This design comes from an exercise in tuning for small area, a short achievable clock period and few clock cycles on the open sky130 flow, not from production work. Function was checked by simulation only, so behaviour that the tests miss may differ from the original. Power and IR drop assume default switching activity.

==> inputs of harbor <==
## nlm_sorter
module nlm_sorter (
    input  wire               clk,
    input  wire               rst,
    output wire               ready,
    input  wire               wr_en,
    input  wire [4:0]         wr_idx,
    input  wire [15:0]        wr_vcap,
    input  wire               wr_svc,
    input  wire               start,
    input  wire signed [23:0] v_arm,
    input  wire signed [15:0] i_p,
    input  wire [14:0]        i_dead,
    input  wire [15:0]        band,
    input  wire               full_bridge,
    output reg                done,
    output reg  [31:0]        mask,      
    output reg  [5:0]         n_out,
    output reg                neg,
    output reg                dir
);
    localparam N = 32;
    function [31:0] addp;
        input [31:0] a, b;
        input        cin;
        reg   [31:0] g, p, gg, pp, cy;
        integer d, i;
        begin
            g = a & b;
            p = a ^ b;
            gg = g; pp = p;
            for (d = 1; d < 32; d = d * 2)
                for (i = 31; i >= d; i = i - 1) begin
                    gg[i] = gg[i] | (pp[i] & gg[i-d]);
                    pp[i] = pp[i] & pp[i-d];
                end
            cy[0] = cin;
            for (i = 1; i < 32; i = i + 1)
                cy[i] = gg[i-1] | (pp[i-1] & cin);
            addp = p ^ cy;
        end
    endfunction
    reg         pend;            
    reg  [23:0] is_varm;
    reg  [15:0] is_ip;
    reg  [14:0] is_dead;
    reg  [15:0] is_band;
    reg         is_fb;
    reg         busy;            
    reg  [4:0]  cc;              
    localparam [4:0] C_ADD0 = 5'd1,  C_ADDL = 5'd8,    
                     C_INIT = 5'd8,                    
                     C_SRC0 = 5'd9,  C_SRCL = 5'd25,   
                     C_CNT  = 5'd26, C_END  = 5'd27;
    reg         tact;            
    reg  [15:0] tv [0:32];
    reg  [32:0] tsvc;
    reg  [5:0]  hd;
    reg         wb_v;
    reg  [4:0]  wb_idx;
    reg  [15:0] wb_val;
    reg         wb_s;
    wire wmatch = wb_v && (hd == {1'b0, wb_idx});
    wire go = pend && !busy && !tact && (hd == 6'd32);
    reg  ready_r;
    assign ready = ready_r;
    wire wr_fire    = ready && wr_en;
    wire start_fire = ready && start && !wr_en;
  ...
export LEC_CHECK = 0
export CAP_MARGIN = 40
export CORE_MARGIN = 2
export CORE_UTILIZATION = 25
export PLACE_DENSITY = 0.35
export SLEW_MARGIN = 40
create_clock -name core_clock -period 12.0 [get_ports {clk}]
run.sh (not shown) runs the stock make flow with config.mk's settings and CLKGATE_MAP_FILE= SYNTH_SCRIPT=/design/flow/synth_recipe.tcl, a recipe that flattens the netlist after the stock synthesis.
==> inputs of zinc, as changes to harbor <==
--- a/flow/design.v
+++ b/flow/design.v
@@ -36,18 +36,18 @@
             cy[0] = cin;
             for (i = 1; i < 32; i = i + 1)
                 cy[i] = gg[i-1] | (pp[i-1] & cin);
             addp = p ^ cy;
         end
     endfunction
     reg         pend;            
     reg  [23:0] is_varm;
-    reg  [15:0] is_ip;
-    reg  [14:0] is_dead;
+    reg         is_gt;           
+    reg         is_lt;           
     reg  [15:0] is_band;
     reg         is_fb;
     reg         busy;            
     reg  [4:0]  cc;              
     localparam [4:0] C_ADD0 = 5'd1,  C_ADDL = 5'd8,    
                      C_INIT = 5'd8,                    
                      C_SRC0 = 5'd9,  C_SRCL = 5'd25,   
                      C_CNT  = 5'd26, C_END  = 5'd27;
@@ -55,17 +55,18 @@
     reg  [15:0] tv [0:32];
     reg  [32:0] tsvc;
     reg  [5:0]  hd;
     reg         wb_v;
     reg  [4:0]  wb_idx;
     reg  [15:0] wb_val;
     reg         wb_s;
     wire wmatch = wb_v && (hd == {1'b0, wb_idx});
-    wire go = pend && !busy && !tact && (hd == 6'd32);
+    reg  go_r;
+    wire go = go_r;             
     reg  ready_r;
     assign ready = ready_r;
     wire wr_fire    = ready && wr_en;
     wire start_fire = ready && start && !wr_en;
     wire       wb_v_n   = wr_fire || (wb_v && !wmatch);
     wire [4:0] wb_idx_n = wr_fire ? wr_idx : wb_idx;
     wire [5:0] hd_n     = (hd == 6'd32) ? 6'd0 : hd + 6'd1;
     wire       pend_n   = start_fire || (pend && !go);
@@ -105,41 +106,38 @@
             tsvc  <= {wmatch ? wb_s : tsvc[0], tsvc[32:1]};
             if (wmatch) begin
                 s_sum <= s_upd[20:0];
                 m_cnt <= m_upd[5:0];
             end
         end
     end
     reg         pdir;
-    reg  [23:0] a_abs;
     reg         r_neg, r_zero, r_d, chg;
     reg         r_dir;
-    wire [31:0] dmi = addp({17'd0, is_dead}, {{16{~is_ip[15]}}, ~is_ip}, 1'b1);
-    wire [31:0] dpi = addp({17'd0, is_dead}, {{16{is_ip[15]}}, is_ip}, 1'b0);
-    wire new_d = dmi[31] ? 1'b1 : dpi[31] ? 1'b0 : pdir;
+    wire [31:0] dmi = addp({17'd0, i_dead}, {{16{~i_p[15]}}, ~i_p}, 1'b1);
+    wire [31:0] dpi = addp({17'd0, i_dead}, {{16{i_p[15]}}, i_p}, 1'b0);
+    wire new_d = is_gt ? 1'b1 : is_lt ? 1'b0 : pdir;
     wire new_neg = is_fb && is_varm[23];
     wire [31:0] neg_v = addp({8'd0, ~is_varm}, 32'd0, 1'b1);
     reg  [5:0]  mreg;
     reg  [20:0] sreg;
     reg  [29:0] rem;
     reg  [27:0] dd;
     reg  [5:0]  q;
     reg         ovf;
     reg  [5:0]  n_r;
-    reg  [25:0] t0, t1, t2;
     wire [31:0] rem_t = addp({2'd0, rem}, {4'hf, ~dd}, 1'b1);           
     wire [31:0] ovf_t = addp({2'd0, rem}, {3'h7, ~dd, 1'b1}, 1'b1);     
-    wire [31:0] pp0 = addp({8'd0, mreg[0] ? a_abs : 24'd0}, {7'd0, mreg[1] ? a_abs : 24'd0, 1'b0}, 1'b0);
-    wire [31:0] pp1 = addp({8'd0, mreg[2] ? a_abs : 24'd0}, {7'd0, mreg[3] ? a_abs : 24'd0, 1'b0}, 1'b0);
-    wire [31:0] pp2 = addp({8'd0, mreg[4] ? a_abs : 24'd0}, {7'd0, mreg[5] ? a_abs : 24'd0, 1'b0}, 1'b0);
-    wire [31:0] o0 = {5'd0, t0, 1'b0};
-    wire [31:0] o1 = {3'd0, t1, 3'b0};
-    wire [31:0] o2 = {1'd0, t2, 5'b0};
-    wire [31:0] o3 = {11'd0, sreg};
+    reg  [26:0] a_sh;            
+    reg  [2:0]  m_sh;            
+    wire [31:0] o0 = {4'd0, m_sh[0] ? a_sh : 27'd0, 1'b0};
+    wire [31:0] o1 = {3'd0, m_sh[1] ? a_sh : 27'd0, 2'b0};
+    wire [31:0] o2 = {2'd0, m_sh[2] ? a_sh : 27'd0, 3'b0};
+    wire [31:0] o3 = (cc == 5'd1) ? {11'd0, sreg} : {2'd0, rem};
     wire [31:0] x1s = o0 ^ o1 ^ o2;
     wire [31:0] x1c = {((o0 & o1) | (o0 & o2) | (o1 & o2)), 1'b0};
     wire [31:0] x2s = x1s ^ x1c ^ o3;
     wire [31:0] x2c = {((x1s & x1c) | (x1s & o3) | (x1c & o3)), 1'b0};
     wire [31:0] num32 = addp(x2s, x2c, 1'b0);
     wire [5:0] nsel = (r_zero || sreg == 21'd0 || mreg == 6'd0) ? 6'd0 :
                       (ovf || q > mreg) ? mreg : q;
     reg  [15:0] rk [0:N-1];      
@@ -224,72 +222,75 @@
             blp  <= bl;
             eqp  <= eq;
             gp   <= 1'b1;
             topp <= {N{1'b0}};
         end
         if (rst)
             srch <= 1'b0;
     end
-    reg  [N-1:0] E;
+    wire [7:0]   E = eqp[8*tch +: 8];
     reg  [5:0]   rr;
     reg  [7:0] tsel;
     reg  [3:0] tpc;
     integer tj;
     always @(*) begin
         tpc = 4'd0;
         for (tj = 0; tj < 8; tj = tj + 1) begin
-            tsel[tj] = E[tj] && ({2'b00, tpc} < rr);
+            tsel[tj] = E[tj] && ((rr[5:3] != 3'd0) || (tpc[2:0] < rr[2:0]));
             tpc = tpc + {3'd0, E[tj]};
         end
     end
     always @(posedge clk) begin
         if (rst) begin
             ready_r <= 1'b1;
+            go_r    <= 1'b0;
             pend  <= 1'b0;
             busy  <= 1'b0;
             cc    <= 5'd0;
             pdir  <= 1'b1;
             tact  <= 1'b0;
             done  <= 1'b0;
             mask  <= {N{1'b0}};
             n_out <= 6'd0;
             neg   <= 1'b0;
             dir   <= 1'b1;
         end else begin
             done    <= 1'b0;
             ready_r <= ready_n;
+            go_r    <= pend_n && !busy_n && !tact_n && (hd_n == 6'd32);
             if (start_fire) begin
                 pend    <= 1'b1;
                 is_varm <= v_arm;
-                is_ip   <= i_p;
-                is_dead <= i_dead;
+                is_gt   <= dmi[31];
+                is_lt   <= dpi[31];
                 is_band <= band;
                 is_fb   <= full_bridge;
             end else if (go) begin
                 pend <= 1'b0;
             end
             if (go) begin
                 busy   <= 1'b1;
                 cc     <= 5'd1;
-                a_abs  <= is_varm[23] ? neg_v[23:0] : is_varm;
+                a_sh   <= {3'd0, is_varm[23] ? neg_v[23:0] : is_varm};
+                m_sh   <= m_cnt[2:0];
                 r_neg  <= new_neg;
                 r_zero <= !is_fb && is_varm[23];
                 r_d    <= new_d;
                 chg    <= new_d ^ new_neg;
                 mreg   <= m_cnt;
                 sreg   <= s_sum;
                 r_dir  <= (m_cnt == 6'd0) ? pdir : new_d;
                 pdir   <= (m_cnt == 6'd0) ? pdir : new_d;
             end else if (busy) begin
                 cc <= cc + 5'd1;
                 if (cc == 5'd1) begin
-                    t0 <= pp0[25:0];
-                    t1 <= pp1[25:0];
-                    t2 <= pp2[25:0];
+                    rem  <= num32[29:0];
+                    a_sh <= {a_sh[23:0], 3'd0};
+                    m_sh <= mreg[5:3];
                 end
                 if (cc == 5'd2) begin
                     rem <= num32[29:0];
                     dd  <= {2'b0, sreg, 5'd0};
                     q   <= 6'd0;
                 end
                 if (cc >= 5'd3 && cc <= 5'd7) begin
                     if (cc == 5'd3)
@@ -306,30 +307,28 @@
                     n_r  <= nsel;
                     kreg <= 8'd128 - {2'b00, nsel};
                 end
                 if (cc == C_CNT)
                     scL <= s_cnt[5:0];
                 if (cc == C_END) begin
                     busy  <= 1'b0;
                     cc    <= 5'd0;
-                    E     <= eq;
                     rr    <= 6'd0 - scL;    
                     tch   <= 2'd0;
                     tact  <= 1'b1;
                     mask  <= bl;
                     n_out <= n_r;
                     neg   <= r_neg;
                     dir   <= r_dir;
                 end
             end
             if (tact) begin
                 mask[8*tch +: 8] <= mask[8*tch +: 8] | tsel;
                 rr   <= (rr > {2'b00, tpc}) ? rr - {2'b00, tpc} : 6'd0;
-                E    <= E >> 8;
                 tch  <= tch + 2'd1;
                 if (tch == 2'd3) begin
                     tact <= 1'b0;
                     done <= 1'b1;
                 end
             end
         end
     end
==> inputs of ember, as changes to harbor <==
--- a/flow/design.v
+++ b/flow/design.v
@@ -36,49 +36,47 @@
             cy[0] = cin;
             for (i = 1; i < 32; i = i + 1)
                 cy[i] = gg[i-1] | (pp[i-1] & cin);
             addp = p ^ cy;
         end
     endfunction
     reg         pend;            
     reg  [23:0] is_varm;
-    reg  [15:0] is_ip;
-    reg  [14:0] is_dead;
+    reg         is_gt;           
+    reg         is_lt;           
     reg  [15:0] is_band;
     reg         is_fb;
     reg         busy;            
     reg  [4:0]  cc;              
     localparam [4:0] C_ADD0 = 5'd1,  C_ADDL = 5'd8,    
                      C_INIT = 5'd8,                    
-                     C_SRC0 = 5'd9,  C_SRCL = 5'd25,   
-                     C_CNT  = 5'd26, C_END  = 5'd27;
-    reg         tact;            
+                     C_SRC0 = 5'd9,  C_SRCL = 5'd30,   
+                     C_END  = 5'd31;
     reg  [15:0] tv [0:32];
     reg  [32:0] tsvc;
     reg  [5:0]  hd;
     reg         wb_v;
     reg  [4:0]  wb_idx;
     reg  [15:0] wb_val;
     reg         wb_s;
     wire wmatch = wb_v && (hd == {1'b0, wb_idx});
-    wire go = pend && !busy && !tact && (hd == 6'd32);
+    reg  go_r;
+    wire go = go_r;             
     reg  ready_r;
     assign ready = ready_r;
     wire wr_fire    = ready && wr_en;
     wire start_fire = ready && start && !wr_en;
     wire       wb_v_n   = wr_fire || (wb_v && !wmatch);
     wire [4:0] wb_idx_n = wr_fire ? wr_idx : wb_idx;
     wire [5:0] hd_n     = (hd == 6'd32) ? 6'd0 : hd + 6'd1;
     wire       pend_n   = start_fire || (pend && !go);
     wire       busy_n   = go || (busy && (cc != C_END));
-    wire       tact_n   = (busy && cc == C_END) || (tact && tch != 2'd3);
     wire       ready_n  = (!wb_v_n || (hd_n == {1'b0, wb_idx_n})) &&
-                          (!pend_n || (!busy_n && !tact_n && hd_n == 6'd32));
-    reg  [1:0]  tch;
+                          (!pend_n || (!busy_n && hd_n == 6'd32));
     reg  [20:0] s_sum;
     reg  [5:0]  m_cnt;
     wire [15:0] s_old = tsvc[0] ? tv[0] : 16'd0;
     wire [15:0] s_new = wb_s ? wb_val : 16'd0;
     wire [20:0] s_x  = s_sum ^ {5'd0, s_new} ^ {5'h1f, ~s_old};
     wire [20:0] s_c  = (s_sum & {5'd0, s_new}) | (s_sum & {5'h1f, ~s_old}) |
                        ({5'd0, s_new} & {5'h1f, ~s_old});
     wire [31:0] s_upd = addp({11'd0, s_x}, {10'd0, s_c, 1'b0}, 1'b1);
@@ -105,61 +103,64 @@
             tsvc  <= {wmatch ? wb_s : tsvc[0], tsvc[32:1]};
             if (wmatch) begin
                 s_sum <= s_upd[20:0];
                 m_cnt <= m_upd[5:0];
             end
         end
     end
     reg         pdir;
-    reg  [23:0] a_abs;
     reg         r_neg, r_zero, r_d, chg;
     reg         r_dir;
-    wire [31:0] dmi = addp({17'd0, is_dead}, {{16{~is_ip[15]}}, ~is_ip}, 1'b1);
-    wire [31:0] dpi = addp({17'd0, is_dead}, {{16{is_ip[15]}}, is_ip}, 1'b0);
-    wire new_d = dmi[31] ? 1'b1 : dpi[31] ? 1'b0 : pdir;
+    wire [31:0] dmi = addp({17'd0, i_dead}, {{16{~i_p[15]}}, ~i_p}, 1'b1);
+    wire [31:0] dpi = addp({17'd0, i_dead}, {{16{i_p[15]}}, i_p}, 1'b0);
+    wire new_d = is_gt ? 1'b1 : is_lt ? 1'b0 : pdir;
     wire new_neg = is_fb && is_varm[23];
     wire [31:0] neg_v = addp({8'd0, ~is_varm}, 32'd0, 1'b1);
     reg  [5:0]  mreg;
     reg  [20:0] sreg;
     reg  [29:0] rem;
     reg  [27:0] dd;
     reg  [5:0]  q;
     reg         ovf;
     reg  [5:0]  n_r;
-    reg  [25:0] t0, t1, t2;
     wire [31:0] rem_t = addp({2'd0, rem}, {4'hf, ~dd}, 1'b1);           
     wire [31:0] ovf_t = addp({2'd0, rem}, {3'h7, ~dd, 1'b1}, 1'b1);     
-    wire [31:0] pp0 = addp({8'd0, mreg[0] ? a_abs : 24'd0}, {7'd0, mreg[1] ? a_abs : 24'd0, 1'b0}, 1'b0);
-    wire [31:0] pp1 = addp({8'd0, mreg[2] ? a_abs : 24'd0}, {7'd0, mreg[3] ? a_abs : 24'd0, 1'b0}, 1'b0);
-    wire [31:0] pp2 = addp({8'd0, mreg[4] ? a_abs : 24'd0}, {7'd0, mreg[5] ? a_abs : 24'd0, 1'b0}, 1'b0);
-    wire [31:0] o0 = {5'd0, t0, 1'b0};
-    wire [31:0] o1 = {3'd0, t1, 3'b0};
-    wire [31:0] o2 = {1'd0, t2, 5'b0};
-    wire [31:0] o3 = {11'd0, sreg};
+    reg  [26:0] a_sh;            
+    reg  [2:0]  m_sh;            
+    wire [31:0] o0 = {4'd0, m_sh[0] ? a_sh : 27'd0, 1'b0};
+    wire [31:0] o1 = {3'd0, m_sh[1] ? a_sh : 27'd0, 2'b0};
+    wire [31:0] o2 = {2'd0, m_sh[2] ? a_sh : 27'd0, 3'b0};
+    wire [31:0] o3 = (cc == 5'd1) ? {11'd0, sreg} : {2'd0, rem};
     wire [31:0] x1s = o0 ^ o1 ^ o2;
     wire [31:0] x1c = {((o0 & o1) | (o0 & o2) | (o1 & o2)), 1'b0};
     wire [31:0] x2s = x1s ^ x1c ^ o3;
     wire [31:0] x2c = {((x1s & x1c) | (x1s & o3) | (x1c & o3)), 1'b0};
     wire [31:0] num32 = addp(x2s, x2c, 1'b0);
     wire [5:0] nsel = (r_zero || sreg == 21'd0 || mreg == 6'd0) ? 6'd0 :
                       (ovf || q > mreg) ? mreg : q;
     reg  [15:0] rk [0:N-1];      
-    reg  [N-1:0] rsvc;
     reg  [N-1:0] cy;             
     reg  [N-1:0] cy_n;
     reg  [N-1:0] blp, ltvp, eqp, topp;
     reg          gp;
     wire [N-1:0] bl = gp ? blp : ltvp;
     wire [N-1:0] eq = eqp & (gp ? ~topp : topp);
     reg  [15:0] bsh;             
     wire adding = busy && (cc >= C_ADD0) && (cc <= C_ADDL);
     wire xm     = !chg;                      
     reg  srch;                               
     wire last   = (cc == C_SRCL);
+    wire [4:0] ixs;
+    genvar gb;
+    generate
+        for (gb = 0; gb < 5; gb = gb + 1) begin : g_ixs
+            assign ixs[4-gb] = srch && (cc == C_SRC0 + gb);
+        end
+    endgenerate
     reg  [N-1:0] rk_top, rk_nxt;
     integer c;
     always @(*) begin
         for (c = 0; c < N; c = c + 1) begin
             rk_top[c] = cy[c];
             rk_nxt[c] = rk[c][15] | last;
         end
     end
@@ -175,47 +176,45 @@
     end
     reg  [N-1:0] ltv;
     wire [N-1:0] ltv_g0 = bl | (eq & ~rk_top & ~rk_nxt);
     wire [N-1:0] ltv_g1 = ltv | (eq & rk_top & ~rk_nxt);
     reg  [7:0] kreg;
     wire [7:0] s_cnt;
     nls_pop32k u_pop (.x(ltv), .k(kreg), .s(s_cnt));
     wire ge = s_cnt[7];
-    reg  [5:0] scL;
     always @(posedge clk) begin
         for (c = 0; c < N; c = c + 1) begin
             if (go) begin
                 rk[c] <= tv[c+1];
                 cy[c] <= 1'b0;
             end else if (adding) begin : add2
                 reg [1:0] ua, ub;
                 reg       c1;
                 ua = rk[c][1:0] ^ {2{xm}};
                 ub = mask[c] ? 2'b00 : bsh[1:0];
                 c1 = (ua[0] & ub[0]) | (ua[0] & cy[c]) | (ub[0] & cy[c]);
                 rk[c] <= {ua[1] ^ ub[1] ^ c1, ua[0] ^ ub[0] ^ cy[c], rk[c][15:2]};
                 cy[c] <= cy_n[c];
             end else begin
-                rk[c] <= {rk[c][14:0], 1'b0};
+                rk[c] <= {rk[c][14:0], |(ixs & c[4:0])};
                 cy[c] <= rk[c][15];
             end
         end
         if (go)
-            rsvc <= tsvc[32:1];
-        if (go)
             bsh <= is_band;
         else
             bsh <= {2'b00, bsh[15:2]};
-        if (busy && cc == C_INIT) begin
+        if (go) begin
+            eqp  <= tsvc[32:1];       
+        end else if (busy && cc == C_INIT) begin
             blp  <= {N{1'b0}};
-            eqp  <= rsvc;
             gp   <= 1'b1;
             topp <= {N{1'b0}};
-            ltv  <= rsvc & ~cy_n;     
+            ltv  <= eqp & ~cy_n;      
             srch <= 1'b1;
         end else if (srch) begin
             blp  <= bl;
             ltvp <= ltv;
             eqp  <= eq;
             topp <= rk_top;
             gp   <= ge;
             ltv  <= ge ? ltv_g0 : ltv_g1;
@@ -224,72 +223,62 @@
             blp  <= bl;
             eqp  <= eq;
             gp   <= 1'b1;
             topp <= {N{1'b0}};
         end
         if (rst)
             srch <= 1'b0;
     end
-    reg  [N-1:0] E;
-    reg  [5:0]   rr;
-    reg  [7:0] tsel;
-    reg  [3:0] tpc;
-    integer tj;
-    always @(*) begin
-        tpc = 4'd0;
-        for (tj = 0; tj < 8; tj = tj + 1) begin
-            tsel[tj] = E[tj] && ({2'b00, tpc} < rr);
-            tpc = tpc + {3'd0, E[tj]};
-        end
-    end
     always @(posedge clk) begin
         if (rst) begin
             ready_r <= 1'b1;
+            go_r    <= 1'b0;
             pend  <= 1'b0;
             busy  <= 1'b0;
             cc    <= 5'd0;
             pdir  <= 1'b1;
-            tact  <= 1'b0;
             done  <= 1'b0;
             mask  <= {N{1'b0}};
             n_out <= 6'd0;
             neg   <= 1'b0;
             dir   <= 1'b1;
         end else begin
             done    <= 1'b0;
             ready_r <= ready_n;
+            go_r    <= pend_n && !busy_n && (hd_n == 6'd32);
             if (start_fire) begin
                 pend    <= 1'b1;
                 is_varm <= v_arm;
-                is_ip   <= i_p;
-                is_dead <= i_dead;
+                is_gt   <= dmi[31];
+                is_lt   <= dpi[31];
                 is_band <= band;
                 is_fb   <= full_bridge;
             end else if (go) begin
                 pend <= 1'b0;
             end
             if (go) begin
                 busy   <= 1'b1;
                 cc     <= 5'd1;
-                a_abs  <= is_varm[23] ? neg_v[23:0] : is_varm;
+                a_sh   <= {3'd0, is_varm[23] ? neg_v[23:0] : is_varm};
+                m_sh   <= m_cnt[2:0];
                 r_neg  <= new_neg;
                 r_zero <= !is_fb && is_varm[23];
                 r_d    <= new_d;
                 chg    <= new_d ^ new_neg;
                 mreg   <= m_cnt;
                 sreg   <= s_sum;
                 r_dir  <= (m_cnt == 6'd0) ? pdir : new_d;
                 pdir   <= (m_cnt == 6'd0) ? pdir : new_d;
             end else if (busy) begin
                 cc <= cc + 5'd1;
                 if (cc == 5'd1) begin
-                    t0 <= pp0[25:0];
-                    t1 <= pp1[25:0];
-                    t2 <= pp2[25:0];
+                    rem  <= num32[29:0];
+                    a_sh <= {a_sh[23:0], 3'd0};
+                    m_sh <= mreg[5:3];
                 end
                 if (cc == 5'd2) begin
                     rem <= num32[29:0];
                     dd  <= {2'b0, sreg, 5'd0};
                     q   <= 6'd0;
                 end
                 if (cc >= 5'd3 && cc <= 5'd7) begin
                     if (cc == 5'd3)
@@ -301,41 +290,26 @@
                         q   <= {q[4:0], 1'b0};
                     end
                     dd <= dd >> 1;
                 end
                 if (cc == C_INIT) begin
                     n_r  <= nsel;
                     kreg <= 8'd128 - {2'b00, nsel};
                 end
-                if (cc == C_CNT)
-                    scL <= s_cnt[5:0];
                 if (cc == C_END) begin
                     busy  <= 1'b0;
                     cc    <= 5'd0;
-                    E     <= eq;
-                    rr    <= 6'd0 - scL;    
-                    tch   <= 2'd0;
-                    tact  <= 1'b1;
-                    mask  <= bl;
+                    mask  <= (n_r != 6'd0) ? (bl | eq) : {N{1'b0}};
+                    done  <= 1'b1;
                     n_out <= n_r;
                     neg   <= r_neg;
                     dir   <= r_dir;
                 end
             end
-            if (tact) begin
-                mask[8*tch +: 8] <= mask[8*tch +: 8] | tsel;
-                rr   <= (rr > {2'b00, tpc}) ? rr - {2'b00, tpc} : 6'd0;
-                E    <= E >> 8;
-                tch  <= tch + 2'd1;
-                if (tch == 2'd3) begin
-                    tact <= 1'b0;
-                    done <= 1'b1;
-                end
-            end
         end
     end
 endmodule
 module nls_pop32k (input wire [31:0] x, input wire [7:0] k, output wire [7:0] s);
     wire w1 = x[0] ^ x[1] ^ x[2];
     wire w2 = (x[0] & x[1]) | (x[0] & x[2]) | (x[1] & x[2]);
     wire w3 = x[3] ^ x[4] ^ x[5];
     wire w4 = (x[3] & x[4]) | (x[3] & x[5]) | (x[4] & x[5]);
- CTS_CLUSTER_DIAMETER: unset -> 100
- CTS_CLUSTER_SIZE: unset -> 30
==> notes <==
Worst setup slack, lowest first: ember, zinc, harbor.
Of harbor and zinc, harbor has the higher power (gap 34%, measured against zinc).
The lowest synthesized cell count belongs to ember, the highest to harbor.
Between ember and zinc, the lower clock power is in ember (gap 33%, measured against zinc).
Die area: harbor > zinc > ember.
==> figures <==
Outcome: zinc timing/DRC/antenna clean; ember timing/DRC/antenna clean; harbor timing/DRC/antenna clean
Worst R2R Start: zinc tch[0]$_SDFFCE_PN0P_; ember ltv[9]$_DFFE_PP_; harbor ltv[9]$_DFFE_PP_
Initial antenna violation count: zinc 15; ember 10; harbor 10
Sequential cell power: zinc 5620 uW; ember 5650 uW; harbor 7520 uW
Area of placed instances: zinc 71200 um^2; ember 69000 um^2; harbor 77800 um^2
Number of nets produced by synthesis: zinc 6720; ember 6418; harbor 7814
H-tree levels: zinc 4; ember 3; harbor 4
Clock insertion delay at the later pin of the skew report: zinc 850 ps; ember 790 ps; harbor 890 ps
Worst-case clock buffer depth: zinc 3; ember 3; harbor 4
Power share of the sequential group: zinc 0.482; ember 0.565; harbor 0.481
Sequential share of cell area: zinc 0.458; ember 0.484; harbor 0.466
Testbench counts of harbor, summed over its fixed seeds: cycles 12,928.
Testbench counts of zinc, summed over its fixed seeds: cycles 12,928.
Testbench counts of ember, summed over its fixed seeds: cycles 12,928.

## separate check: timing with driven ports
The results above use ideal ports. As a check the final layouts listed here were re-extracted and re-timed, cells and wires unchanged.
Step 1, drivers: a clkbuf_16 drives clk and a buf_2 each remaining input, both assumed.
Step 2 moves the port delays by t, midway between the first and last clock arrival at a register: inputs arrive t later, outputs are due t later. That takes back most of the time a late clock gives input paths.
a / b / c = ideal ports / drivers / drivers and shift; a / b = the first two.
run | t, ns | slack for setup (ns) | clock arrival spread, ns
harbor | 0.929 | 6.881 / 6.881 / 6.881 | 0.099 / 0.099
zinc | 0.906 | 6.306 / 6.306 / 6.306 | 0.072 / 0.071
ember | 0.841 | 6.092 / 6.092 / 6.092 | 0.070 / 0.070
After both steps setup and hold are still met in every run listed.
